This is an optimization exercise on Yosys and OpenROAD, whose aim is small area, a short achievable clock period and few clock cycles, not a production implementation. Only simulation tests tie the RTL to the original design; equivalence was not proved. No activity file was given, so power comes from the tool's default toggle rates.

**design/flow/config.mk**
```make
export PLATFORM = sky130hd
export DESIGN_NAME = cvu
export DESIGN_NICKNAME = cvu
export VERILOG_FILES = /design/flow/design.v
export SDC_FILE = /design/flow/constraint.sdc
export NUM_CORES = 4
export LEC_CHECK = 0
export CAP_MARGIN = 20
export CORE_MARGIN = 2
export CORE_UTILIZATION = 55
export SETUP_SLACK_MARGIN = 4
export SLEW_MARGIN = 20
```
**design/flow/constraint.sdc**
```tcl
create_clock -name core_clock -period 10.0 [get_ports {clk}]
set_input_delay 2.0000 -clock core_clock [delete_from_list [all_inputs] [get_ports {clk}]]
set_output_delay 2.0000 -clock core_clock [all_outputs]
set_load 0.01 [all_outputs]
```
**design/flow/design.v**
```verilog
module cvu (
    input  wire        clk,
    input  wire        rst,           
    input  wire        req_valid,
    output wire        req_ready,
    input  wire        req_we,
    input  wire [5:0]  req_addr,      
    input  wire [31:0] req_wdata,
    output reg         rsp_valid,
    output reg  [31:0] rsp_rdata
);
    localparam A_PG_ID     = 6'h00, A_PG_REV    = 6'h01;
    localparam A_PG_CTRL   = 6'h03, A_PG_STAT   = 6'h04, A_PG_EVRAW  = 6'h05;
    localparam A_PG_EVMASK = 6'h06, A_PG_EVOUT  = 6'h07, A_PG_EVSET  = 6'h08;
    localparam A_PG_FAULT  = 6'h0B, A_PG_LOCK   = 6'h0E;
    localparam A_CFG       = 6'h10, A_POLY_LO   = 6'h11, A_POLY_HI   = 6'h12;
    localparam A_INIT_LO   = 6'h13, A_INIT_HI   = 6'h14, A_XOR_LO    = 6'h15;
    localparam A_XOR_HI    = 6'h16, A_ACFG      = 6'h17, A_CTRL      = 6'h18;
    localparam A_DIN1      = 6'h19, A_DIN2      = 6'h1A, A_DIN4      = 6'h1B;
    localparam A_EXP_LO    = 6'h1C, A_EXP_HI    = 6'h1D, A_RES_LO    = 6'h1E;
    localparam A_RES_HI    = 6'h1F, A_STAT      = 6'h20, A_CNT       = 6'h21;
    localparam A_ACNT      = 6'h22;
    localparam [31:0] PG_ID_VAL  = 32'h0525_0100;
    localparam [31:0] PG_REV_VAL = 32'h0000_0100;
    localparam EV_WRQ_REJECT = 0, EV_CMD_IGNORED = 1, EV_STATE_DONE = 2;
    localparam EV_START_FAIL = 3, EV_MISMATCH = 8, EV_DONE = 9, EV_ABANDONED = 10;
    localparam [10:0] EV_IMPL = 11'h73F;
    localparam [2:0] AL_OK = 3'd0, AL_REPEAT = 3'd1, AL_SKIP = 3'd2;
    localparam [2:0] AL_SHORT = 3'd3, AL_FIRST = 3'd4, AL_NONE = 3'd7;
    reg         pg_run;         
    reg  [10:0] ev_raw;
    reg  [10:0] ev_mask;
    reg         pg_fault;       
    reg         pg_lock;
    reg  [7:0]  cfg_apos;
    reg         cfg_ahi;
    reg  [1:0]  cfg_alive;
    reg         cfg_mode;
    reg         cfg_refout;
    reg         cfg_refin;
    reg  [6:0]  cfg_width;
    reg  [5:0]  sh_s;           
    reg  [63:0] poly;
    reg  [63:0] init;
    reg  [63:0] xorout;
    reg  [7:0]  maxgap;
    reg  [63:0] expect_v;
    reg  [63:0] result;
    reg         st_open;
    reg         st_match;
    reg  [2:0]  st_alive;
    reg  [7:0]  st_aval;
    reg  [15:0] st_bytes;
    reg  [15:0] cnt_frames;
    reg  [15:0] cnt_mism;
    reg  [15:0] cnt_rep;
    reg  [15:0] cnt_skip;
    reg         have_prev;      
    reg  [7:0]  prev_alive;
    reg  [7:0]  cap_byte;       
    reg  [63:0] crc;            
    reg  [63:0] pal;            
    reg  [31:0] nu;             
    reg  [4:0]  mu_cnt;         
    reg  [31:0] dbuf;           
    reg  [2:0]  dlen;           
    reg         dvalid;
    reg         end_pend;       
    reg         end2;           
    reg         e2_bad;         
    reg         e2_ok;          
    reg         kpend;          
    reg         kpend_srst;
    wire mu_ready = mu_cnt[4] & mu_cnt[0];
    wire stall    = end_pend | kpend | (dvalid & ~mu_ready);
    assign req_ready = ~stall;
    localparam [31:0] CFG_MASK = 32'hFF13_137F;
    function [63:0] rev64(input [63:0] x);
        integer i;
        begin
            for (i = 0; i < 64; i = i + 1)
                rev64[i] = x[63 - i];
        end
    endfunction
    function [15:0] sat_inc(input [15:0] x);
        sat_inc = (x == 16'hFFFF) ? x : x + 16'd1;
    endfunction
    wire [63:0] sh_in  = end_pend ? crc : (pg_run ? rev64(init) : rev64(poly));
    wire [5:0]  sh_amt = (pg_run & cfg_refout) ? 6'd0 : sh_s;
    wire [63:0] sh_r   = sh_in >> sh_amt;
    wire        sh_rev = end_pend ? cfg_refout : (pg_run ? ~cfg_refout : 1'b1);
    wire [63:0] sh_out = sh_rev ? rev64(sh_r) : sh_r;
    function mu_bit(input [31:0] v, input [63:0] p);
        integer d;
        reg acc;
        begin
            acc = 1'b0;
            for (d = 1; d <= 31; d = d + 1)
                acc = acc ^ (p[64 - d] & v[d - 1]);
            mu_bit = acc;
        end
    endfunction
    wire        mu_a  = mu_bit(nu, pal);
    wire [31:0] nu_a  = {nu[30:0], mu_a};
    wire        mu_b  = mu_bit(nu_a, pal);
    wire [31:0] nu_b  = {nu_a[30:0], mu_b};
    reg [31:0] eng_c;
    reg [31:0] eng_f;
    reg [63:0] eng_u;
    reg [63:0] eng_base;
    integer j, k, m;
    always @(*) begin
        for (j = 0; j < 32; j = j + 1) begin
            if (dlen[2])
                eng_c[j] = crc[63 - j];
            else if (dlen[1])
                eng_c[j] = (j >= 16) ? crc[79 - j] : 1'b0;
            else
                eng_c[j] = (j >= 24) ? crc[87 - j] : 1'b0;
            eng_c[j] = eng_c[j] ^ dbuf[j];
        end
        for (k = 0; k < 32; k = k + 1) begin
            eng_f[k] = eng_c[k];
            for (j = 1; j <= k; j = j + 1)
                eng_f[k] = eng_f[k] ^ (nu[31 - j] & eng_c[k - j]);
        end
        for (m = 0; m < 64; m = m + 1) begin
            eng_u[m] = 1'b0;
            for (j = 0; j < 32; j = j + 1)
                if (m - 31 + j >= 0 && m - 31 + j <= 63)
                    eng_u[m] = eng_u[m] ^ (eng_f[j] & pal[m - 31 + j]);
        end
        if (dlen[2])
            eng_base = {crc[31:0], 32'd0};
        else if (dlen[1])
            eng_base = {crc[47:0], 16'd0};
        else
            eng_base = {crc[55:0], 8'd0};
    end
    wire [63:0] crc_next = eng_base ^ eng_u;
    reg [63:0] high_mask;           
    integer h;
    always @(*) begin
        for (h = 0; h < 64; h = h + 1)
            high_mask[h] = (h >= cfg_width);
    end
    wire cfg_ok = (cfg_width != 7'd0) && (cfg_width <= 7'd64) && (poly != 64'd0) &&
                  (((poly | init | xorout) & high_mask) == 64'd0) && (cfg_alive != 2'd3);
    wire [7:0] alive_v    = (cfg_alive == 2'd2) ? cap_byte :
                            (cfg_ahi ? {4'd0, cap_byte[7:4]} : {4'd0, cap_byte[3:0]});
    wire [7:0] alive_diff = (cfg_alive == 2'd2) ? (alive_v - prev_alive) :
                            {4'd0, alive_v[3:0] - prev_alive[3:0]};
    wire [7:0] maxgap_eff = (maxgap == 8'd0) ? 8'd1 : maxgap;
    wire       alive_short = (st_bytes < ({8'd0, cfg_apos} + 16'd1));
    reg  [2:0] alive_code;
    always @(*) begin
        if (cfg_alive == 2'd0)      alive_code = AL_NONE;
        else if (alive_short)       alive_code = AL_SHORT;
        else if (!have_prev)        alive_code = AL_FIRST;
        else if (alive_diff == 8'd0) alive_code = AL_REPEAT;
        else if (alive_diff > maxgap_eff) alive_code = AL_SKIP;
        else                        alive_code = AL_OK;
    end
    wire alive_bad = (alive_code == AL_REPEAT) || (alive_code == AL_SKIP) ||
                     (alive_code == AL_SHORT);
    wire alive_okc = (alive_code == AL_FIRST) || (alive_code == AL_OK);
    wire [63:0] end_result = sh_out ^ xorout;
    wire res_match = (result == expect_v);
    wire mismatch  = cfg_mode && (!res_match || e2_bad);
    wire alive_acc = e2_ok && (!cfg_mode || res_match);
    wire mism2     = end2 & mismatch;
    wire [10:0] ev_eff       = ev_raw | {mism2, 8'd0};
    wire        st_match_eff = end2 ? (cfg_mode & res_match) : st_match;
    wire [15:0] cnt_mism_eff = mism2 ? sat_inc(cnt_mism) : cnt_mism;
    wire end_go    = end_pend & ~dvalid;
    reg [31:0] din_bits;
    integer b;
    always @(*) begin
        for (b = 0; b < 32; b = b + 1)
            din_bits[b] = cfg_refin ? req_wdata[b] : req_wdata[(b & ~7) + 7 - (b & 7)];
    end
    wire is_din1 = (req_addr == A_DIN1);
    wire is_din2 = (req_addr == A_DIN2);
    wire [31:0] din_al = is_din1 ? {din_bits[7:0], 24'd0} :
                         is_din2 ? {din_bits[15:0], 16'd0} : din_bits;
    wire [2:0]  din_n  = is_din1 ? 3'd1 : is_din2 ? 3'd2 : 3'd4;
    wire [16:0] bytes_p1  = {1'b0, st_bytes} + 17'd1;
    wire [16:0] bytes_p2  = {1'b0, st_bytes} + 17'd2;
    wire [16:0] bytes_p4  = {1'b0, st_bytes} + 17'd4;
    wire [15:0] bytes_s1  = bytes_p1[16] ? 16'hFFFF : bytes_p1[15:0];
    wire [15:0] bytes_s2  = bytes_p2[16] ? 16'hFFFF : bytes_p2[15:0];
    wire [15:0] bytes_s4  = bytes_p4[16] ? 16'hFFFF : bytes_p4[15:0];
    wire [15:0] bytes_new = is_din1 ? bytes_s1 : is_din2 ? bytes_s2 : bytes_s4;
    wire [8:0]  cap_d     = {1'b0, cfg_apos} - {1'b0, st_bytes[7:0]};
    wire        cap_hit   = (st_bytes[15:8] == 8'd0) && !cap_d[8] && (cap_d[7:2] == 6'd0) &&
                            ({1'b0, cap_d[1:0]} < din_n);
    wire [7:0]  cap_val   = req_wdata[{cap_d[1:0], 3'b000} +: 8];
    reg [31:0] rdata;
    always @(*) begin
        case (req_addr)
            A_PG_ID:     rdata = PG_ID_VAL;
            A_PG_REV:    rdata = PG_REV_VAL;
            A_PG_STAT:   rdata = {30'd0, pg_run, 1'b1};
            A_PG_EVRAW:  rdata = {21'd0, ev_eff};
            A_PG_EVMASK: rdata = {21'd0, ev_mask};
            A_PG_EVOUT:  rdata = {21'd0, ev_eff & ev_mask};
            A_PG_FAULT:  rdata = {30'd0, pg_fault, pg_fault};
            A_PG_LOCK:   rdata = {31'd0, pg_lock};
            A_CFG:       rdata = {cfg_apos, 3'd0, cfg_ahi, 2'd0, cfg_alive, 3'd0, cfg_mode,
                                  2'd0, cfg_refout, cfg_refin, 1'b0, cfg_width};
            A_POLY_LO:   rdata = poly[31:0];
            A_POLY_HI:   rdata = poly[63:32];
            A_INIT_LO:   rdata = init[31:0];
            A_INIT_HI:   rdata = init[63:32];
            A_XOR_LO:    rdata = xorout[31:0];
            A_XOR_HI:    rdata = xorout[63:32];
            A_ACFG:      rdata = {24'd0, maxgap};
            A_EXP_LO:    rdata = expect_v[31:0];
            A_EXP_HI:    rdata = expect_v[63:32];
            A_RES_LO:    rdata = result[31:0];
            A_RES_HI:    rdata = result[63:32];
            A_STAT:      rdata = {st_bytes, st_aval, 3'd0, st_alive, st_match_eff, st_open};
            A_CNT:       rdata = {cnt_mism_eff, cnt_frames};
            A_ACNT:      rdata = {cnt_skip, cnt_rep};
            default:     rdata = 32'd0;
        endcase
    end
    wire acc     = req_valid & ~stall;
    wire acc_wr  = acc & req_we;
    wire acc_rd  = acc & ~req_we;
    task clear_k;
        begin
            pg_run     <= 1'b0;
            ev_raw     <= 11'd0;
            ev_mask    <= 11'd0;
            pg_fault   <= 1'b0;
            cfg_apos   <= 8'd0;
            cfg_ahi    <= 1'b0;
            cfg_alive  <= 2'd0;
            cfg_mode   <= 1'b0;
            cfg_refout <= 1'b1;
            cfg_refin  <= 1'b1;
            cfg_width  <= 7'd32;
            sh_s       <= 6'd32;
            poly       <= 64'h0000_0000_04C1_1DB7;
            init       <= 64'h0000_0000_FFFF_FFFF;
            xorout     <= 64'h0000_0000_FFFF_FFFF;
            maxgap     <= 8'd1;
            expect_v   <= 64'd0;
            result     <= 64'd0;
            st_open    <= 1'b0;
            st_match   <= 1'b0;
            st_alive   <= 3'd0;
            st_aval    <= 8'd0;
            st_bytes   <= 16'd0;
            cnt_frames <= 16'd0;
            cnt_mism   <= 16'd0;
            cnt_rep    <= 16'd0;
            cnt_skip   <= 16'd0;
            have_prev  <= 1'b0;
            dvalid     <= 1'b0;
            end_pend   <= 1'b0;
            end2       <= 1'b0;
            kpend      <= 1'b0;
            mu_cnt     <= 5'd0;
        end
    endtask
    always @(posedge clk) begin
        if (!pg_run)
            pal <= sh_out;
        if (mu_cnt[4:1] == 4'd0)
            nu <= {30'd0, 1'b1, pal[63]};
        else if (!mu_ready)
            nu <= nu_b;
        if (acc_wr && st_open && (req_addr == A_DIN1 || req_addr == A_DIN2 ||
                                  req_addr == A_DIN4)) begin
            dbuf <= din_al;
            dlen <= din_n;
            if (cap_hit)
                cap_byte <= cap_val;
        end
        if (acc_wr && pg_run && req_addr == A_CTRL && req_wdata[2:0] == 3'b001)
            crc <= sh_out;
        else if (dvalid && mu_ready)
            crc <= crc_next;
        if (end2 && alive_acc)
            prev_alive <= alive_v;
        if (acc_rd)
            rsp_rdata <= rdata;
    end
    always @(posedge clk) begin
        rsp_valid <= 1'b0;
        if (rst) begin
            clear_k;
            pg_lock <= 1'b0;
        end else begin
            if (!mu_ready)
                mu_cnt <= mu_cnt + 5'd1;
            if (dvalid && mu_ready)
                dvalid <= 1'b0;
            ev_raw <= ev_eff;
            end2   <= 1'b0;
            if (end2) begin
                st_match <= cfg_mode && res_match;
                if (mismatch)
                    cnt_mism <= sat_inc(cnt_mism);
                if (alive_acc)
                    have_prev <= 1'b1;
            end
            if (end_go) begin
                end_pend   <= 1'b0;
                end2       <= 1'b1;
                e2_bad     <= alive_bad;
                e2_ok      <= alive_okc;
                st_open    <= 1'b0;
                result     <= end_result;
                st_alive   <= alive_code;
                if (cfg_alive != 2'd0 && alive_code != AL_SHORT)
                    st_aval <= alive_v;
                cnt_frames <= sat_inc(cnt_frames);
                if (alive_code == AL_REPEAT)
                    cnt_rep <= sat_inc(cnt_rep);
                if (alive_code == AL_SKIP || alive_code == AL_SHORT)
                    cnt_skip <= sat_inc(cnt_skip);
                ev_raw[EV_DONE] <= 1'b1;
            end
            if (kpend) begin
                clear_k;
                if (kpend_srst)
                    ev_raw <= 11'd1 << EV_STATE_DONE;
            end
            if (acc_rd) begin
                rsp_valid <= 1'b1;
            end else if (acc_wr) begin
                case (req_addr)
                    A_PG_CTRL: begin
                        if (req_wdata[2]) begin                        
                            if (!pg_run) begin
                                kpend      <= 1'b1;
                                kpend_srst <= 1'b1;
                            end else
                                ev_raw[EV_CMD_IGNORED] <= 1'b1;
                        end else if (req_wdata[1]) begin               
                            if (pg_run) begin
                                pg_run <= 1'b0;
                                dvalid <= 1'b0;
                                ev_raw[EV_STATE_DONE] <= 1'b1;
                                if (st_open) begin
                                    st_open <= 1'b0;
                                    ev_raw[EV_ABANDONED] <= 1'b1;
                                end
                            end else
                                ev_raw[EV_CMD_IGNORED] <= 1'b1;
                        end else if (req_wdata[0]) begin               
                            if (!pg_run) begin
                                if (cfg_ok) begin
                                    pg_run    <= 1'b1;
                                    have_prev <= 1'b0;
                                    ev_raw[EV_STATE_DONE] <= 1'b1;
                                end else begin
                                    pg_fault <= 1'b1;
                                    ev_raw[EV_START_FAIL] <= 1'b1;
                                end
                            end else
                                ev_raw[EV_CMD_IGNORED] <= 1'b1;
                        end
                    end
                    A_PG_EVRAW:  ev_raw  <= ev_eff & ~req_wdata[10:0];
                    A_PG_EVMASK: ev_mask <= req_wdata[10:0] & EV_IMPL;
                    A_PG_EVSET:  ev_raw  <= ev_eff | (req_wdata[10:0] & EV_IMPL);
                    A_PG_LOCK:   if (req_wdata[0]) pg_lock <= 1'b1;
                    A_CFG, A_POLY_LO, A_POLY_HI, A_INIT_LO, A_INIT_HI,
                    A_XOR_LO, A_XOR_HI, A_ACFG: begin
                        if (!pg_run) begin
                            case (req_addr)
                                A_CFG: begin
                                    cfg_apos   <= req_wdata[31:24];
                                    cfg_ahi    <= req_wdata[20];
                                    cfg_alive  <= req_wdata[17:16];
                                    cfg_mode   <= req_wdata[12];
                                    cfg_refout <= req_wdata[9];
                                    cfg_refin  <= req_wdata[8];
                                    cfg_width  <= req_wdata[6:0];
                                    sh_s       <= 6'd0 - req_wdata[5:0];
                                    mu_cnt     <= 5'd0;
                                end
                                A_POLY_LO: begin
                                    poly[31:0] <= req_wdata;
                                    mu_cnt     <= 5'd0;
                                end
                                A_POLY_HI: begin
                                    poly[63:32] <= req_wdata;
                                    mu_cnt      <= 5'd0;
                                end
                                A_INIT_LO: init[31:0]    <= req_wdata;
                                A_INIT_HI: init[63:32]   <= req_wdata;
                                A_XOR_LO:  xorout[31:0]  <= req_wdata;
                                A_XOR_HI:  xorout[63:32] <= req_wdata;
                                default:   maxgap        <= req_wdata[7:0];
                            endcase
                        end else
                            ev_raw[EV_WRQ_REJECT] <= 1'b1;
                    end
                    A_EXP_LO: expect_v[31:0]  <= req_wdata;
                    A_EXP_HI: expect_v[63:32] <= req_wdata;
                    A_CTRL: begin
                        if (req_wdata[2]) begin                        
                            kpend      <= 1'b1;
                            kpend_srst <= 1'b0;
                        end else if (req_wdata[1]) begin               
                            if (st_open)
                                end_pend <= 1'b1;
                            else
                                ev_raw[EV_CMD_IGNORED] <= 1'b1;
                        end else if (req_wdata[0]) begin               
                            if (pg_run) begin
                                if (st_open)
                                    ev_raw[EV_ABANDONED] <= 1'b1;
                                st_open  <= 1'b1;
                                st_bytes <= 16'd0;
                                dvalid   <= 1'b0;
                            end else
                                ev_raw[EV_CMD_IGNORED] <= 1'b1;
                        end
                    end
                    A_DIN1, A_DIN2, A_DIN4: begin
                        if (st_open) begin
                            dvalid   <= 1'b1;
                            st_bytes <= bytes_new;
                        end else
                            ev_raw[EV_CMD_IGNORED] <= 1'b1;
                    end
                    default: ;
                endcase
            end
        end
    end
endmodule
```
**design/flow/run.sh**
```bash
#!/bin/bash
# synth_recipe.tcl (not shown) runs the flow's synth.tcl, then flattens the netlist and writes it again
# the make line also repeats each setting of config.mk as NAME=value (left out here)
make -C /OpenROAD-flow-scripts/flow DESIGN_CONFIG=/design/flow/config.mk WORK_HOME=/design/flow/orfs CLKGATE_MAP_FILE= SYNTH_SCRIPT=/design/flow/synth_recipe.tcl finish
```
==> results of run 1 <==
[layout by cell type (no fill, tap or decap), types with 23 or more instances in the layout]
master           count
nor2_1             448
nor4_1              36
o21ai_0            489
xor2_1             450
xnor3_1            224
mux2_2              99
xnor2_1           1313
a22oi_1            144
mux2i_1            261
clkdlybuf4s50_1     73
clkbuf_16           92
o22a_1              82
buf_4              264
inv_1               99
or2_2               25
and3_1              38
and2_1              23
dfxtp_1            510
diode_2             28
nor3_1             106
nand2_1           2394
o21a_1              34
or3_1               30
mux4_2              56
o22ai_1             41
nand3_1            142
o211ai_1            26
nand4_1             58
nor3b_1             39
ha_1                43
nand2b_1            26
nor2b_1             23
edfxtp_1           214
a21oi_1            338
a211oi_1            27
a221oi_1            25
a32oi_1             33
a22o_1             181
[flip-flops by register name, summed over array words and instances, names as in the netlist, 8 cells and up]
name        cells
cnt_skip       16
crc            64
init           64
ev_raw         11
result         64
cnt_mism       16
st_aval         8
poly           64
cnt_rep        16
prev_alive      8
cnt_frames     16
nu             31
cap_byte        8
pal            64
xorout         64
cfg_apos        8
st_bytes       16
maxgap          8
expect_v       64
rsp_rdata      32
dbuf           32
ev_mask        11
[layout make-up]
type	count	area, um^2
Multi-Input combinational cell	7663	52900
Sequential cell	728	16700
Timing Repair Buffer	361	3010
Inverter	103	389
Antenna cell	28	70.1
Clock inverter	39	373
Fill cell	11884	53500
Tap cell	1755	2200
Clock buffer	120	2520
[cells by family (layout without fill, tap and decap cells)]
group | Yosys count | count (layout)
compound gates | 1670 | 1670
xor+xnor | 2026 | 2026
fa+ha+maj | 46 | 46
buf+inv | 972 | 623
flops | 728 | 728
mux | 422 | 422
other cells | 0 | 28
simple gates | 3499 | 3499
[worst register-to-register path, stage by stage, from the launching register on]
cell	delay, ps
edfxtp_1	910
and3b_1	700
o21ai_1	150
xor2_1	200
xnor3_1	420
xnor2_1	610
xnor3_4	620
buf_4	620
nand2_1	170
xnor2_1	220
xnor2_1	150
xnor3_1	590
xnor2_1	320
xnor2_1	180
o21ai_1	80
[layer usage]
layer	global-route usage	wire length, um	vias up
met5	0	24	-
met4	0.447	41600	4
met3	0.206	59900	2194
met2	0.774	152000	7301
met1	0.628	124000	35745
li1	-	-	30856
[Yosys cell counts, drive strengths merged (23+ instances only)]
master	n	area (um^2)
nand4	58	363
edfxtp	214	6430
o21ai	509	2550
inv	101	379
a211oi	32	258
o22a	82	718
a21oi	349	1750
mux2	99	1110
or2	28	175
a22o	181	1590
xnor3	242	5460
nand3	143	716
or3	30	188
buf	274	1300
xnor2	1326	11700
clkbuf	595	2230
nand2	2403	9030
and3	39	244
a22oi	144	1080
mux4	56	1260
mux2i	267	2670
dfxtp	514	10300
a221oi	25	219
o21a	34	255
nor3b	39	293
o211ai	26	195
nor2	471	1770
nand2b	28	175
ha	43	538
nor3	112	561
nor2b	23	144
a32oi	33	289
o22ai	43	269
and2	25	156
nor4	37	231
xor2	453	3980
[through the flow]
stage	instances	util	setup slack (ps)	total power [mW]	hold WS, ps
2_1_floorplan	9363	-	4640	3.64	425
3_3_place_gp	10595	0.569	3710	3.89	425
3_5_place_dp	10596	0.569	3830	3.91	431
4_1_cts	10755	0.592	4000	7.17	438
5_1_grt	10780	0.593	3900	7.34	470
6_report	10797	0.594	3780	7.25	437
[worst max-delay path by stage]
stage               slack (ps)                     end  depth (start not counted)
floorplan                 4640        crc[0]$_DFFE_PP_                          8
global placement          3710       crc[38]$_DFFE_PP_                         14
detailed placement        3830  cfg_apos[3]$_SDFF_PP0_                          7
CTS                       4000       crc[21]$_DFFE_PP_                         17
global route              3900       crc[60]$_DFFE_PP_                         14
finish                    3780       crc[60]$_DFFE_PP_                         14
[power groups by stage]
| stage | Combinational [mW] | Sequential [mW] | Clock (mW) |
|---|---|---|---|
| 2_1_floorplan | 0.509 | 3.13 | 0 |
| 3_3_place_gp | 0.760 | 3.13 | 0 |
| 3_5_place_dp | 0.776 | 3.13 | 0 |
| 4_1_cts | 0.778 | 3.07 | 3.32 |
| 5_1_grt | 0.841 | 3.07 | 3.43 |
| 6_report | 0.827 | 3.07 | 3.35 |
[repair_timing]
item,4_1_cts,5_1_grt
setup endpoints to repair,18,74
buffers inserted,0,10
gates cloned,0,0
pin swaps,0,4
endpoints found under the hold margin,0,0
gates resized for setup,11,21
==> flow_summary.ini, run 1 <==
[status]
status = finished clean

[layout]
synthToLayoutAreaGrowth_pct = 7.03
fin_area_um2 = 78100
layout-drive-gt1-share = 0.0805
fin_nets = 9030

[setup_path]
rr_worst_depth = 14
worst_path_largest_cell_delay_ps = 910
crit_family = XOR/XNOR gates
r2r_slack_ps = 3780
endpoint_kind = register
cp-startpoint = crc[56]$_DFFE_PP_
r2r-end = crc[60]$_DFFE_PP_
crit_path_max_fanout = 30
cp.required_ps = 10460
cpMaxStageDelayCell = edfxtp_1
path_buf_inv = 1
cp.arrival_ps = 6680
cpMostUsedCell = xnor2_1
r2r_start = crc[56]$_DFFE_PP_
cp_cell_sequence = and3b_1 > o21ai_1 > xor2_1 > xnor3_1 > xnor2_1 > xnor3_4 > buf_4 > nand2_1 > xnor2_1 > xnor2_1 > xnor3_1 > xnor2_1 > xnor2_1 > o21ai_1
path_class = register to register
cp-start-kind = register

[routing]
wl_per_cell_um = 35.0
vias = 76100
drtIter0Drc = 14281
drcViolationCount = 0
wl_mm = 378
viasPerCell = 7.05
drtPass1Iterations = 10
antenna_left = 0

[grt]
grt_pass1_vias = 69362
grt_pass1_wl_mm = 526
grt_antenna_before_repair = 34
grt-ovfl-total = 0
grt_use_total = 0.537
grt_max_degree = 84

[clocking]
clk-insertion-delay-late_ps = 770
cts_tree = done
postCtsHoldBufs = 0
cts.sinks = 728
numCtsBuffers = 86
clk_pin_slew_worst_paths_ps = 60
cts_buffer_depth = 3
h-tree-depth = 3
cts_root_buffer = clkbuf_16

[die]
pin_count = 76
initial_utilization = 0.555
dieArea_um2 = 136000
core_area_um2 = 132000
die_w_um = 368
die_y_um = 368
rows = 133

[placement]
place_area_um2 = 74900
io_buffers = 75
dp_hpwl_mm = 254
gp_congestion = 1.07

[hold_path]
hp-class = register to register
hold_path.startpoint = nu[11]$_SDFFE_PP0N_
hold_depth = 2
hold_path_end = nu[11]$_SDFFE_PP0N_

[job]
drv_cap = 0

[logic_synthesis]
synthesis.nets = 9450
synth_xor_area_frac = 0.290
synth-edff-count = 214
synth_top_family_by_area = XOR/XNOR gates
ys.flop_type = dfxtp_1
synth_area_per_cell_um2 = 7.80
synth_cells = 9363
synth-simple-area-share = 0.200
ys_types = 91
synth_fa_ha_area_frac = 0.00805
synth_compound_area_frac = 0.150
ys.warnings.count = 1
yosys_register_bits = 728
syn_area_um2 = 73000
yosysSeqAreaShare = 0.229
synthArstFlopShare = 0
synthMuxAreaShare = 0.0691

[timing]
finalSetupTns_ps = 0
period_share = 0.622
worst_pin_slew_ps = 1350
slew_viol_final = 0
skew_ps = 51.6
rsz0062_at_grt = true
finalHoldViolations = 0
setup_violations = 0
max_freq_ghz = 0.161
period_minus_slack_ps = 6220
slew_headroom = 0.0894

[pwr]
internal_power_mw = 5.21
seqPwrFrac = 0.424
power_density_nw_per_um2 = 92.8
swShare = 0.282
p_sw_mw = 2.04
ir_drop_v = 0.000132
clkPwrFrac = 0.462
leakage_nw = 28.9
power_frac_comb = 0.114
Testbench counts, summed over its fixed seeds: cycles 44,810.
==> inputs of run 2 (changes only) <==
--- a/design/flow/design.v
+++ b/design/flow/design.v
@@ -61,7 +61,7 @@
     reg  [63:0] crc;            
     reg  [63:0] pal;            
     reg  [31:0] nu;             
-    reg  [4:0]  mu_cnt;         
+    reg  [3:0]  mu_cnt;         
     reg  [31:0] dbuf;           
     reg  [2:0]  dlen;           
     reg         dvalid;
@@ -71,7 +71,7 @@
     reg         e2_ok;          
     reg         kpend;          
     reg         kpend_srst;
-    wire mu_ready = mu_cnt[4] & mu_cnt[0];
+    wire mu_ready = mu_cnt[3] & mu_cnt[1] & mu_cnt[0];
     wire stall    = end_pend | kpend | (dvalid & ~mu_ready);
     assign req_ready = ~stall;
     localparam [31:0] CFG_MASK = 32'hFF13_137F;
@@ -90,20 +90,19 @@
     wire [63:0] sh_r   = sh_in >> sh_amt;
     wire        sh_rev = end_pend ? cfg_refout : (pg_run ? ~cfg_refout : 1'b1);
     wire [63:0] sh_out = sh_rev ? rev64(sh_r) : sh_r;
-    function mu_bit(input [31:0] v, input [63:0] p);
+    function mu_dot(input [31:0] v, input [63:0] p, input integer d0);
         integer d;
         reg acc;
         begin
             acc = 1'b0;
-            for (d = 1; d <= 31; d = d + 1)
-                acc = acc ^ (p[64 - d] & v[d - 1]);
-            mu_bit = acc;
+            for (d = d0; d <= 31; d = d + 1)
+                acc = acc ^ (p[64 - d] & v[d - d0]);
+            mu_dot = acc;
         end
     endfunction
-    wire        mu_a  = mu_bit(nu, pal);
-    wire [31:0] nu_a  = {nu[30:0], mu_a};
-    wire        mu_b  = mu_bit(nu_a, pal);
-    wire [31:0] nu_b  = {nu_a[30:0], mu_b};
+    wire mu_a = mu_dot(nu, pal, 1);
+    wire mu_b = (pal[63] & mu_a) ^ mu_dot(nu, pal, 2);
+    wire mu_c = (pal[63] & mu_b) ^ (pal[62] & mu_a) ^ mu_dot(nu, pal, 3);
     reg [31:0] eng_c;
     reg [31:0] eng_f;
     reg [63:0] eng_u;
@@ -262,16 +261,16 @@
             end_pend   <= 1'b0;
             end2       <= 1'b0;
             kpend      <= 1'b0;
-            mu_cnt     <= 5'd0;
+            mu_cnt     <= 4'd0;
         end
     endtask
     always @(posedge clk) begin
         if (!pg_run)
             pal <= sh_out;
-        if (mu_cnt[4:1] == 4'd0)
-            nu <= {30'd0, 1'b1, pal[63]};
+        if (mu_cnt == 4'd0)
+            nu <= {30'd0, 1'b1, sh_out[63]};
         else if (!mu_ready)
-            nu <= nu_b;
+            nu <= {nu[28:0], mu_a, mu_b, mu_c};
         if (acc_wr && st_open && (req_addr == A_DIN1 || req_addr == A_DIN2 ||
                                   req_addr == A_DIN4)) begin
             dbuf <= din_al;
@@ -295,7 +294,7 @@
             pg_lock <= 1'b0;
         end else begin
             if (!mu_ready)
-                mu_cnt <= mu_cnt + 5'd1;
+                mu_cnt <= mu_cnt + 4'd1;
             if (dvalid && mu_ready)
                 dvalid <= 1'b0;
             ev_raw <= ev_eff;
@@ -382,15 +381,15 @@
                                     cfg_refin  <= req_wdata[8];
                                     cfg_width  <= req_wdata[6:0];
                                     sh_s       <= 6'd0 - req_wdata[5:0];
-                                    mu_cnt     <= 5'd0;
+                                    mu_cnt     <= 4'd0;
                                 end
                                 A_POLY_LO: begin
                                     poly[31:0] <= req_wdata;
-                                    mu_cnt     <= 5'd0;
+                                    mu_cnt     <= 4'd0;
                                 end
                                 A_POLY_HI: begin
                                     poly[63:32] <= req_wdata;
-                                    mu_cnt      <= 5'd0;
+                                    mu_cnt      <= 4'd0;
                                 end
                                 A_INIT_LO: init[31:0]    <= req_wdata;
                                 A_INIT_HI: init[63:32]   <= req_wdata;
==> design/flow/config.mk (replaced) <==
export PLATFORM = sky130hd
export DESIGN_NAME = cvu
export DESIGN_NICKNAME = cvu
export VERILOG_FILES = /design/flow/design.v
export SDC_FILE = /design/flow/constraint.sdc
export NUM_CORES = 4
export LEC_CHECK = 0
export CAP_MARGIN = 35
export CORE_MARGIN = 2
export CORE_UTILIZATION = 55
export SETUP_SLACK_MARGIN = 5
export SLEW_MARGIN = 30
==> run 2 against run 1 <==
Against the previous run:
- still clean
- clock-buffer cell count up 4
- via count up 4.2%
- cell count up 1.7%
- non-clock buffer count up 189
- synthesized cell count down 0.72%
- critical endpoint is now rsp_rdata[18]$_DFFE_PP_
==> flow_summary.ini, run 2 <==
[clocking]
h-tree-depth = 3
numCtsBuffers = 88
cts.sinks = 727
cts_root_buffer = clkbuf_16
cts_tree = done
clk_pin_slew_worst_paths_ps = 70
cts_buffer_depth = 3
clk-insertion-delay-late_ps = 760

[die]
pin_count = 76
rows = 132
core_area_um2 = 130000
die_y_um = 366
die_w_um = 366
initial_utilization = 0.556
dieArea_um2 = 134000

[placement]
gp_congestion = 1.11
io_buffers = 75
dp_hpwl_mm = 261
place_area_um2 = 74600

[setup_path]
r2r-end = crc[44]$_DFFE_PP_
crit_path_end = rsp_rdata[18]$_DFFE_PP_
worst_path_largest_cell_delay_ps = 860
rr_worst_depth = 16
cpMostUsedCell = buf_4
cp.required_ps = 10320
r2r_slack_ps = 4920
crit_path_max_fanout = 22
path_class = input port to register
cpMaxStageDelayCell = a22oi_1
cp-start-kind = input port
r2r_start = dlen[2]$_DFFE_PP_
cp.arrival_ps = 5440
cp-startpoint = req_addr[1]
cp_cell_sequence = dlygate4sd2_1 > nand2b_2 > nor2_2 > buf_4 > buf_4 > a22oi_1 > o2111ai_1
endpoint_kind = register

[timing]
slew_viol_final = 0
rsz0062_at_grt = true
slew_headroom = 0.242
finalSetupTns_ps = 0
max_freq_ghz = 0.195
holdWs_ps = 456
skew_ps = 67.3
worst_pin_slew_ps = 1130
period_minus_slack_ps = 5120
setup_violations = 0
period_share = 0.512
finalHoldViolations = 0

[grt]
grt_antenna_before_repair = 41
grt_max_degree = 83
grt_pass1_vias = 69447
grt_pass1_wl_mm = 534
grt-ovfl-total = 0
grt_use_total = 0.550

[layout]
register_area_um2 = 16700
fin_area_um2 = 81100
postLayoutCoreUtil = 0.624
synthToLayoutAreaGrowth_pct = 12.4
layout-drive-gt1-share = 0.114
fin_nets = 9223
fillCellCount = 10956
mostFrequentLayoutCell = nand2_1
multiInputGateArea_um2 = 53400
layout_common_cells = nand2_1, xnor2_1, dfxtp_1, nor2_1, xor2_1

[hold_path]
hp-class = register to register
hold_depth = 2

[logic_synthesis]
syn_area_um2 = 72100
synth_area_leaders = xnor2_1, dfxtp_1, nand2_1, edfxtp_1, xnor3_1
ys.flop_type = dfxtp_1
synth_top_cell_area_share = 0.181
synthArstFlopShare = 0
synth_area_per_cell_um2 = 7.76
synthesis.nets = 9385
yosysSeqAreaShare = 0.231
yosysTopAreaCell = xnor2_1
synth_cells = 9296
yosys_register_bits = 727
ys.warnings.count = 1
ys_types = 91
synth_top_cells_by_count = nand2_1, xnor2_1, clkbuf_1, dfxtp_1, nor2_1
synth.most_common_cell = nand2_1
synth-edff-count = 214

[routing]
viasPerCell = 7.22
wl_per_cell_um = 36.5
drcViolationCount = 0
antenna_left = 0
drtIter0Drc = 16799
vias = 79276
wl_mm = 400
drtPass1Iterations = 15

[pwr]
clkPwrFrac = 0.263
leakage_nw = 30.2
swShare = 0.409
p_sw_mw = 5.31
power_density_nw_per_um2 = 160
ir_drop_v = 0.000202
power_frac_comb = 0.485
internal_power_mw = 7.68
seqPwrFrac = 0.252

[job]
drv_cap = 0

[status]
status = finished clean
==> run 2: cell count changes in the layout (fill, tap and decap cells not counted), moves of 46 or more <==
cell	previous run	this run
buf_4	264	374
xnor2_1	1313	1440
xor2_1	450	396
o22a_1	82	36
nand2_1	2394	2524
o21ai_0	489	314
==> run 2: worst min path at each step <==
stage | startpoint | to | slack [ps]
3_3_place_gp | nu[14]$_SDFFE_PP0N_ | nu[14]$_SDFFE_PP0N_ | 440
6_report | nu[14]$_SDFFE_PP0N_ | nu[14]$_SDFFE_PP0N_ | 460
5_1_grt | ev_raw[6]$_SDFFE_PP0P_ | ev_raw[6]$_SDFFE_PP0P_ | 480
4_1_cts | ev_raw[6]$_SDFFE_PP0P_ | ev_raw[6]$_SDFFE_PP0P_ | 460
2_1_floorplan | pg_fault$_SDFF_PP0_ | pg_fault$_SDFF_PP0_ | 420
3_5_place_dp | ev_raw[6]$_SDFFE_PP0P_ | ev_raw[6]$_SDFFE_PP0P_ | 440
==> run 2: cell families after synthesis <==
family / count (synthesis) / share of synthesized area
XOR/XNOR: 2117 / 0.300
AO/OA/AOI/OAI: 1475 / 0.135
buffers and inverters: 903 / 0.0510
flip-flops: 727 / 0.231
AND/OR/NAND/NOR: 3623 / 0.207
multiplexers: 403 / 0.0676
adder cells (fa/ha/maj): 48 / 0.00850
==> run 2: area by class of cell <==
| type | instances | share of cell area |
|---|---|---|
| diodes | 25 | 0.000772 |
| clock buffers | 124 | 0.0312 |
| clock inverters | 42 | 0.00583 |
| inverters | 90 | 0.00424 |
| multi-input cells | 7677 | 0.658 |
| flip-flops and latches | 727 | 0.206 |
| well taps | 1742 | 0.0269 |
| repair buffers | 550 | 0.0665 |
==> run 2: timing repair <==
action | CTS | global route
endpoints found under the setup margin | 208 | 163
gates resized for setup | 153 | 179
hold buffers | 0 | 0
setup buffers | 54 | 84
cloned | 11 | 23
pin swaps | 15 | 76
==> run 2: critical path, delay by kind of cell <==
family / cells / cell delay (ps)
compound gates: 2 / 1450
buf+inv: 3 / 1340
simple gates: 2 / 600
==> run 2: layer usage <==
layer	global-route usage	routed length, um	up-vias
met5	0	1050	-
met4	0.343	37700	54
met3	0.273	79000	2699
met2	0.722	145000	8510
met1	0.709	138000	37086
li1	-	-	30927
==> run 2: power by group through the flow <==
stage	Sequential (mW)	Clock, mW	Combinational (mW)
after global routing	3.27	3.50	6.23
after floorplan	3.29	0	3.52
after detailed placement	3.33	0	4.70
final	3.28	3.41	6.30
after global placement	3.33	0	4.58
after CTS	3.27	3.38	5.01
==> run 2: through the flow <==
step	total power, mW	setup slack, ps	std cells
after floorplan	6.81	5030	9296
after global placement	7.91	3380	10591
after detailed placement	8.03	3500	10608
after CTS	11.7	4980	10839
after global routing	13.0	4880	10953
final	13.0	4880	10977
Testbench counts of run 2, summed over its fixed seeds: cycles 44,382.
==> inputs of run 3 (changes only) <==
--- a/design/flow/design.v
+++ b/design/flow/design.v
@@ -7,7 +7,7 @@
     input  wire [5:0]  req_addr,      
     input  wire [31:0] req_wdata,
     output reg         rsp_valid,
-    output reg  [31:0] rsp_rdata
+    output wire [31:0] rsp_rdata
 );
     localparam A_PG_ID     = 6'h00, A_PG_REV    = 6'h01;
     localparam A_PG_CTRL   = 6'h03, A_PG_STAT   = 6'h04, A_PG_EVRAW  = 6'h05;
@@ -168,9 +168,7 @@
     wire mismatch  = cfg_mode && (!res_match || e2_bad);
     wire alive_acc = e2_ok && (!cfg_mode || res_match);
     wire mism2     = end2 & mismatch;
-    wire [10:0] ev_eff       = ev_raw | {mism2, 8'd0};
-    wire        st_match_eff = end2 ? (cfg_mode & res_match) : st_match;
-    wire [15:0] cnt_mism_eff = mism2 ? sat_inc(cnt_mism) : cnt_mism;
+    wire [10:0] ev_eff       = (ev_raw & EV_IMPL) | {mism2, 8'd0};
     wire end_go    = end_pend & ~dvalid;
     reg [31:0] din_bits;
     integer b;
@@ -194,15 +192,17 @@
     wire        cap_hit   = (st_bytes[15:8] == 8'd0) && !cap_d[8] && (cap_d[7:2] == 6'd0) &&
                             ({1'b0, cap_d[1:0]} < din_n);
     wire [7:0]  cap_val   = req_wdata[{cap_d[1:0], 3'b000} +: 8];
+    reg [5:0]  rd_addr;         
     reg [31:0] rdata;
+    assign rsp_rdata = rdata;
     always @(*) begin
-        case (req_addr)
+        case (rd_addr)
             A_PG_ID:     rdata = PG_ID_VAL;
             A_PG_REV:    rdata = PG_REV_VAL;
             A_PG_STAT:   rdata = {30'd0, pg_run, 1'b1};
-            A_PG_EVRAW:  rdata = {21'd0, ev_eff};
+            A_PG_EVRAW:  rdata = {21'd0, ev_raw};
             A_PG_EVMASK: rdata = {21'd0, ev_mask};
-            A_PG_EVOUT:  rdata = {21'd0, ev_eff & ev_mask};
+            A_PG_EVOUT:  rdata = {21'd0, ev_raw & ev_mask};
             A_PG_FAULT:  rdata = {30'd0, pg_fault, pg_fault};
             A_PG_LOCK:   rdata = {31'd0, pg_lock};
             A_CFG:       rdata = {cfg_apos, 3'd0, cfg_ahi, 2'd0, cfg_alive, 3'd0, cfg_mode,
@@ -218,8 +218,8 @@
             A_EXP_HI:    rdata = expect_v[63:32];
             A_RES_LO:    rdata = result[31:0];
             A_RES_HI:    rdata = result[63:32];
-            A_STAT:      rdata = {st_bytes, st_aval, 3'd0, st_alive, st_match_eff, st_open};
-            A_CNT:       rdata = {cnt_mism_eff, cnt_frames};
+            A_STAT:      rdata = {st_bytes, st_aval, 3'd0, st_alive, st_match, st_open};
+            A_CNT:       rdata = {cnt_mism, cnt_frames};
             A_ACNT:      rdata = {cnt_skip, cnt_rep};
             default:     rdata = 32'd0;
         endcase
@@ -285,7 +285,7 @@
         if (end2 && alive_acc)
             prev_alive <= alive_v;
         if (acc_rd)
-            rsp_rdata <= rdata;
+            rd_addr <= req_addr;
     end
     always @(posedge clk) begin
         rsp_valid <= 1'b0;
--- a/design/flow/config.mk
+++ b/design/flow/config.mk
@@ -7,6 +7,6 @@
 export LEC_CHECK = 0
 export CAP_MARGIN = 35
 export CORE_MARGIN = 2
-export CORE_UTILIZATION = 55
+export CORE_UTILIZATION = 52
 export SETUP_SLACK_MARGIN = 5
 export SLEW_MARGIN = 30
==> run 3 against run 2 <==
Against the previous run:
- wire length is 2.5% lower
- design area is 0.54% higher
- synthesized cell count is 0.31% higher
- critical endpoint is now rsp_rdata[5]
- cell count is 1.0% higher
==> flow_summary.ini, run 3 <==
[logic_synthesis]
yosysTopAreaCell = xnor2_1
synth_cells = 9325
synth_area_leaders = xnor2_1, dfxtp_1, nand2_1, edfxtp_1, xnor3_1
synth_top_cell_area_share = 0.175
ys_types = 97
synthArstFlopShare = 0
yosysSeqAreaShare = 0.221
yosys_register_bits = 699
synth_top_cells_by_count = nand2_1, xnor2_1, clkbuf_1, dfxtp_1, xor2_1
ys.warnings.count = 1
synthesis.nets = 9414
syn_area_um2 = 71700
synth.most_common_cell = nand2_1
synth-edff-count = 188
synth_area_per_cell_um2 = 7.69
ys.flop_type = dfxtp_1

[setup_path]
r2r_slack_ps = 4890
crit_path_max_fanout = 4
rr_worst_depth = 16
cp.arrival_ps = 3370
endpoint_kind = output port
cp-start-kind = register
path_class = register to output port
r2r-end = crc[44]$_DFFE_PP_
cp.required_ps = 8000
r2r_start = dlen[2]$_DFFE_PP_

[clocking]
h-tree-depth = 3
cts_buffer_depth = 3
cts.sinks = 699
cts_root_buffer = clkbuf_16
numCtsBuffers = 86
clk_pin_slew_worst_paths_ps = 70
cts_tree = done
clk-insertion-delay-late_ps = 750

[routing]
drtIter0Drc = 14548
wl_per_cell_um = 35.2
vias = 77013
antenna_left = 0
drtPass1Iterations = 10
wl_mm = 390
drcViolationCount = 0
viasPerCell = 6.94

[die]
initial_utilization = 0.523
die_w_um = 375
die_y_um = 375
rows = 136
dieArea_um2 = 141000
pin_count = 76
core_area_um2 = 137000

[timing]
slew_headroom = 0.246
max_freq_ghz = 0.186
rsz0062_at_grt = true
worst_pin_slew_ps = 1130
slew_viol_final = 0
setup_violations = 0
finalHoldViolations = 0
period_share = 0.537
period_minus_slack_ps = 5370
skew_ps = 66.4
finalSetupTns_ps = 0
worst_slack_ps = 4630

[hold_path]
hold_path.startpoint = result[51]$_SDFFE_PP0P_
hold_depth = 2
hold_path_end = result[51]$_SDFFE_PP0P_
hp-class = register to register

[pwr]
leakage_nw = 30.6
power_density_nw_per_um2 = 144
ir_drop_v = 0.000162

[placement]
dp_hpwl_mm = 246
gp_congestion = 1.06
place_area_um2 = 74000
dpl.cell_count = 10652
dp_slack_ps = 3540
io_buffers = 75

[layout]
postLayoutCoreUtil = 0.594
mostFrequentLayoutCell = nand2_1
fillCellCount = 12485
synthToLayoutAreaGrowth_pct = 13.6
layout_common_cells = nand2_1, xnor2_1, dfxtp_1, xor2_1, buf_4
layout-drive-gt1-share = 0.127
fin_area_um2 = 81500
final_cells = 11089
fin_nets = 9297

[grt]
grt_pass1_vias = 68713
grt-ovfl-total = 0
grt_antenna_before_repair = 43
grt_pass1_wl_mm = 529
grt_max_degree = 115
grt_use_total = 0.520

[status]
status = finished clean

[job]
drv_cap = 0
## run 3: cell types whose count changed after synthesis, sizes merged, moves of 40 or more
cell,before,now
o21ai,336,445
xor2,402,464
a21oi,391,330
xnor2,1494,1435
nor2,464,424
nor3,145,105
## run 3: final cells by class
| class | count | area (um^2) | share of cell area |
|---|---|---|---|
| tap | 1794 | 2240 | 0.0275 |
| sequential | 699 | 15900 | 0.195 |
| clock inverter | 35 | 448 | 0.00550 |
| multi-input combinational | 7692 | 53800 | 0.661 |
| timing repair buffer | 620 | 6130 | 0.0752 |
| antenna | 22 | 55.1 | 0.000675 |
| clock buffer | 118 | 2480 | 0.0304 |
| inverter | 109 | 417 | 0.00511 |
## run 3: worst max-delay path, stage by stage, from the launching register on
cell and delay (ps):
edfxtp_1 420, nor2b_4 170, nand3b_1 120, buf_6 150
nor2_4 40, buf_12 120, buf_12 120, a222oi_1 470
nand3_1 200, a21oi_4 240, nand4_1 300, buf_4 260
## run 3: worst max-delay path by stage
stage | startpoint | endpoint
detailed placement | dlen[2]$_DFFE_PP_ | crc[12]$_DFFE_PP_
CTS | rd_addr[4]$_DFFE_PP_ | rsp_rdata[5]
global route | rd_addr[4]$_DFFE_PP_ | rsp_rdata[5]
global placement | req_addr[2] | cap_byte[2]$_DFFE_PP_
finish | rd_addr[4]$_DFFE_PP_ | rsp_rdata[5]
floorplan | req_addr[3] | cap_byte[0]$_DFFE_PP_
## run 3: layer usage
layer	global-route usage	part of all wire	wire (um)
met5	0	0.00090	352
met4	0.304	0.081	31500
met3	0.236	0.18	71400
met2	0.694	0.37	145000
met1	0.682	0.36	142000
## run 3: cell families (layout without fill, tap and decap cells)
| group | after synthesis | count (layout) | synth area share |
|---|---|---|---|
| AO/OA/AOI/OAI | 1549 | 1549 | 0.142 |
| XOR/XNOR | 2116 | 2128 | 0.301 |
| adder cells (fa/ha/maj) | 49 | 49 | 0.00869 |
| buffers and inverters | 948 | 882 | 0.0540 |
| flip-flops | 699 | 699 | 0.221 |
| multiplexers | 404 | 404 | 0.0665 |
| other | 0 | 22 | 0 |
| AND/OR/NAND/NOR | 3560 | 3562 | 0.207 |
## run 3: timing repair
action	CTS	global route
buffers inserted	97	120
resized for setup	297	226
hold buffers	0	0
setup endpoints to repair	175	173
pin swaps	37	91
cloned	16	21
## run 3: metrics by stage
stage / total power [mW] / hold slack (ps)
after floorplan: 6.42 / 440
after global placement: 7.35 / 466
after detailed placement: 7.45 / 470
after CTS: 11.0 / 479
after global routing: 11.9 / 499
final: 11.8 / 478
## run 3: power by group
| group | internal (mW) | switching [mW] |
|---|---|---|
| combinational | 2.16 | 3.09 |
| sequential | 3.07 | 0.0712 |
| clock | 1.90 | 1.47 |
Testbench counts of run 3, summed over its fixed seeds: cycles 44,382.
==> inputs of run 4 (changes only) <==
--- a/design/flow/config.mk
+++ b/design/flow/config.mk
@@ -7,6 +7,6 @@
 export LEC_CHECK = 0
 export CAP_MARGIN = 35
 export CORE_MARGIN = 2
-export CORE_UTILIZATION = 52
+export CORE_UTILIZATION = 55
 export SETUP_SLACK_MARGIN = 5
 export SLEW_MARGIN = 30
==> run 4 against run 3 <==
Against the previous run:
- still clean
- sequential share of layout area about the same
- non-clock buffer count down 20
- die area down 5.4%
- setup slack worse by 160 ps
- combinational power up 2%
- clock skew up 4.9 ps
==> flow_summary.ini, run 4 <==
[logic_synthesis]
synthesis.nets = 9414
syn_area_um2 = 71700
synth_area_per_cell_um2 = 7.69
synth.most_common_cell = nand2_1
synth_cells = 9325
yosysSeqAreaShare = 0.221
yosys_register_bits = 699
synth_area_leaders = xnor2_1, dfxtp_1, nand2_1, edfxtp_1, xnor3_1
ys.flop_type = dfxtp_1
synth_top_cell_area_share = 0.175
yosysTopAreaCell = xnor2_1
ys.warnings.count = 1
synthArstFlopShare = 0
ys_types = 97
synth_top_cells_by_count = nand2_1, xnor2_1, clkbuf_1, dfxtp_1, xor2_1
synth-edff-count = 188

[routing]
vias = 77730
drcViolationCount = 0
drtIter0Drc = 15431
viasPerCell = 7.07
antenna_left = 0
wl_mm = 391
wl_per_cell_um = 35.6
drtPass1Iterations = 13

[timing]
finalSetupTns_ps = 0
period_minus_slack_ps = 5520
max_freq_ghz = 0.181
finalHoldViolations = 0
slew_headroom = 0.203
skew_ps = 71.3
holdWs_ps = 464
worst_pin_slew_ps = 1180
rsz0062_at_grt = true
setup_violations = 0
slew_viol_final = 0
period_share = 0.552

[grt]
grt_pass1_wl_mm = 527
grt_pass1_vias = 67788
grt_antenna_before_repair = 42
grt_use_total = 0.553
grt-ovfl-total = 0
grt_max_degree = 120

[layout]
synthToLayoutAreaGrowth_pct = 13.5
fin_nets = 9265
postLayoutCoreUtil = 0.629
layout-drive-gt1-share = 0.125
layout_common_cells = nand2_1, xnor2_1, dfxtp_1, xor2_1, nor2_1
final_cells = 11002
mostFrequentLayoutCell = nand2_1

[placement]
dp_hpwl_mm = 251
gp_congestion = 1.09
dpl.cell_count = 10605
io_buffers = 75

[setup_path]
cp.arrival_ps = 3520
cpMostUsedCell = buf_6
endpoint_kind = output port
crit_path_max_fanout = 5
cp-start-kind = register
cp_cell_sequence = nand3b_1 > buf_6 > nor2_4 > clkbuf_16 > a222oi_1 > nand3_1 > a21oi_2 > nand4_1 > buf_6
worst_path_largest_cell_delay_ps = 640
cpMaxStageDelayCell = a222oi_1
cp.required_ps = 8000
path_class = register to output port

[pwr]
power_frac_comb = 0.458
internal_power_mw = 7.09
p_sw_mw = 4.58
swShare = 0.393
clkPwrFrac = 0.274
power_density_nw_per_um2 = 143
seqPwrFrac = 0.268
ir_drop_v = 0.000189
leakage_nw = 30.4

[die]
pin_count = 76
initial_utilization = 0.554
die_w_um = 365
dieArea_um2 = 133000
rows = 132
die_y_um = 365
core_area_um2 = 129000

[clocking]
cts_buffer_depth = 3
postCtsHoldBufs = 0
cts_tree = done
h-tree-depth = 3
clk_pin_slew_worst_paths_ps = 60
clk-insertion-delay-late_ps = 740
cts_root_buffer = clkbuf_16
numCtsBuffers = 82
cts.sinks = 699

[status]
status = finished clean

[job]
drv_cap = 0

[hold_path]
hp-class = register to register
run 4: changes by cell type in the layout (fill, tap and decap cells not counted), moves of 7 or more:
cell | previous run | this run
xnor3_2 | 39 | 20
a22oi_2 | 18 | 28
clkdlybuf4s50_1 | 32 | 41
buf_4 | 410 | 376
xnor3_4 | 8 | 15
buf_16 | 6 | 15
buf_6 | 36 | 54
clkinv_2 | 15 | 7
a221oi_1 | 37 | 28
a22oi_1 | 103 | 93
run 4: worst max-delay path, delay by kind of cell, from the launching register on:
| family | cells | cell delay, ps |
|---|---|---|
| DFF | 1 | 530 |
| AOI/OAI and AO/OA | 2 | 870 |
| buffers and inverters | 3 | 570 |
| and+or+nand+nor | 4 | 820 |
run 4: final cells by class:
class | count | area [um^2]
clock buffer | 128 | 2540
inverter | 109 | 414
fill | 11476 | 48100
antenna | 20 | 50.0
multi-input combinational | 7684 | 53900
timing repair buffer | 600 | 6260
clock inverter | 20 | 209
tap | 1742 | 2180
sequential | 699 | 15900
run 4: repair_timing:
| item | CTS | global route |
|---|---|---|
| resized for setup | 389 | 228 |
| cloned | 18 | 18 |
| setup buffers | 86 | 100 |
| pin swaps | 63 | 85 |
| endpoints found under the setup margin | 188 | 206 |
run 4: cell families after synthesis:
family,after synthesis,synth area share
compound gates,1549,0.142
flops,699,0.221
simple gates,3560,0.207
fa+ha+maj,49,0.00869
buf+inv,948,0.0540
mux,404,0.0665
xor+xnor,2116,0.301
run 4: routing by layer:
layer | vias up | share of wire | track usage
li1 | 31022 | - | -
met4 | 46 | 0.095 | 0.365
met3 | 2274 | 0.19 | 0.274
met5 | - | 0.0016 | 0.0218
met1 | 36620 | 0.35 | 0.703
met2 | 7768 | 0.37 | 0.724
run 4: path summary, 6_finish.rpt:
path	start	endpoint	slack [ps]	cells past startpoint
max	rd_addr[2]$_DFFE_PP_	rsp_rdata[5]	4480	9
min reg2reg	nu[24]$_SDFFE_PP0N_	nu[27]$_SDFFE_PP0N_	460	2
max reg2reg	pg_run$_SDFF_PP0_	crc[47]$_DFFE_PP_	4950	13
min	nu[24]$_SDFFE_PP0N_	nu[27]$_SDFFE_PP0N_	460	2
run 4: power by group through the flow:
stage / clock network, mW / logic, mW / registers, mW
6_report: 3.19 / 5.35 / 3.13
5_1_grt: 3.27 / 5.45 / 3.12
4_1_cts: 3.15 / 4.86 / 3.12
3_5_place_dp: 0 / 4.40 / 3.18
3_3_place_gp: 0 / 4.29 / 3.18
2_1_floorplan: 0 / 3.27 / 3.14
run 4: metrics by stage:
stage / power [mW] / instance area (um^2) / setup slack [ps]
global route: 11.8 / 81400 / 4660
finish: 11.7 / 81400 / 4480
floorplan: 6.42 / 71700 / 5040
detailed placement: 7.59 / 74000 / 3790
global placement: 7.48 / 73600 / 3630
CTS: 11.1 / 79300 / 4740

-- static timing again, ports no longer ideal --
The results above use ideal ports. As a check the final layouts listed here were re-extracted and re-timed, cells and wires unchanged. Step 1: set_driving_cell puts a clkbuf_16 on clk and a buf_2 on each other input, an assumption about the parent block. Step 2, shift: input delay + t, output delay - t, t = (earliest + latest rising clock arrival at the registers) / 2. This alone moves slack from input paths to output paths. a / b / c = ideal ports / drivers / drivers and shift; a / b = the first two.
| run | t (ns) | setup slack, ns | cell pins on the clock port's net |
|---|---|---|---|
| run 1 | 0.827 | 3.784 / 3.784 / 3.465 | 1 |
| run 2 | 0.814 | 4.883 / 4.922 / 4.136 | 1 |
| run 3 | 0.796 | 4.633 / 4.552 / 4.235 | 1 |
| run 4 | 0.798 | 4.477 / 4.388 / 4.310 | 1 |
After both steps every run listed still meets setup and hold. The setup slack of run 2, which loses most, moves by +0.039 ns with the drivers and by -0.747 ns with both steps.
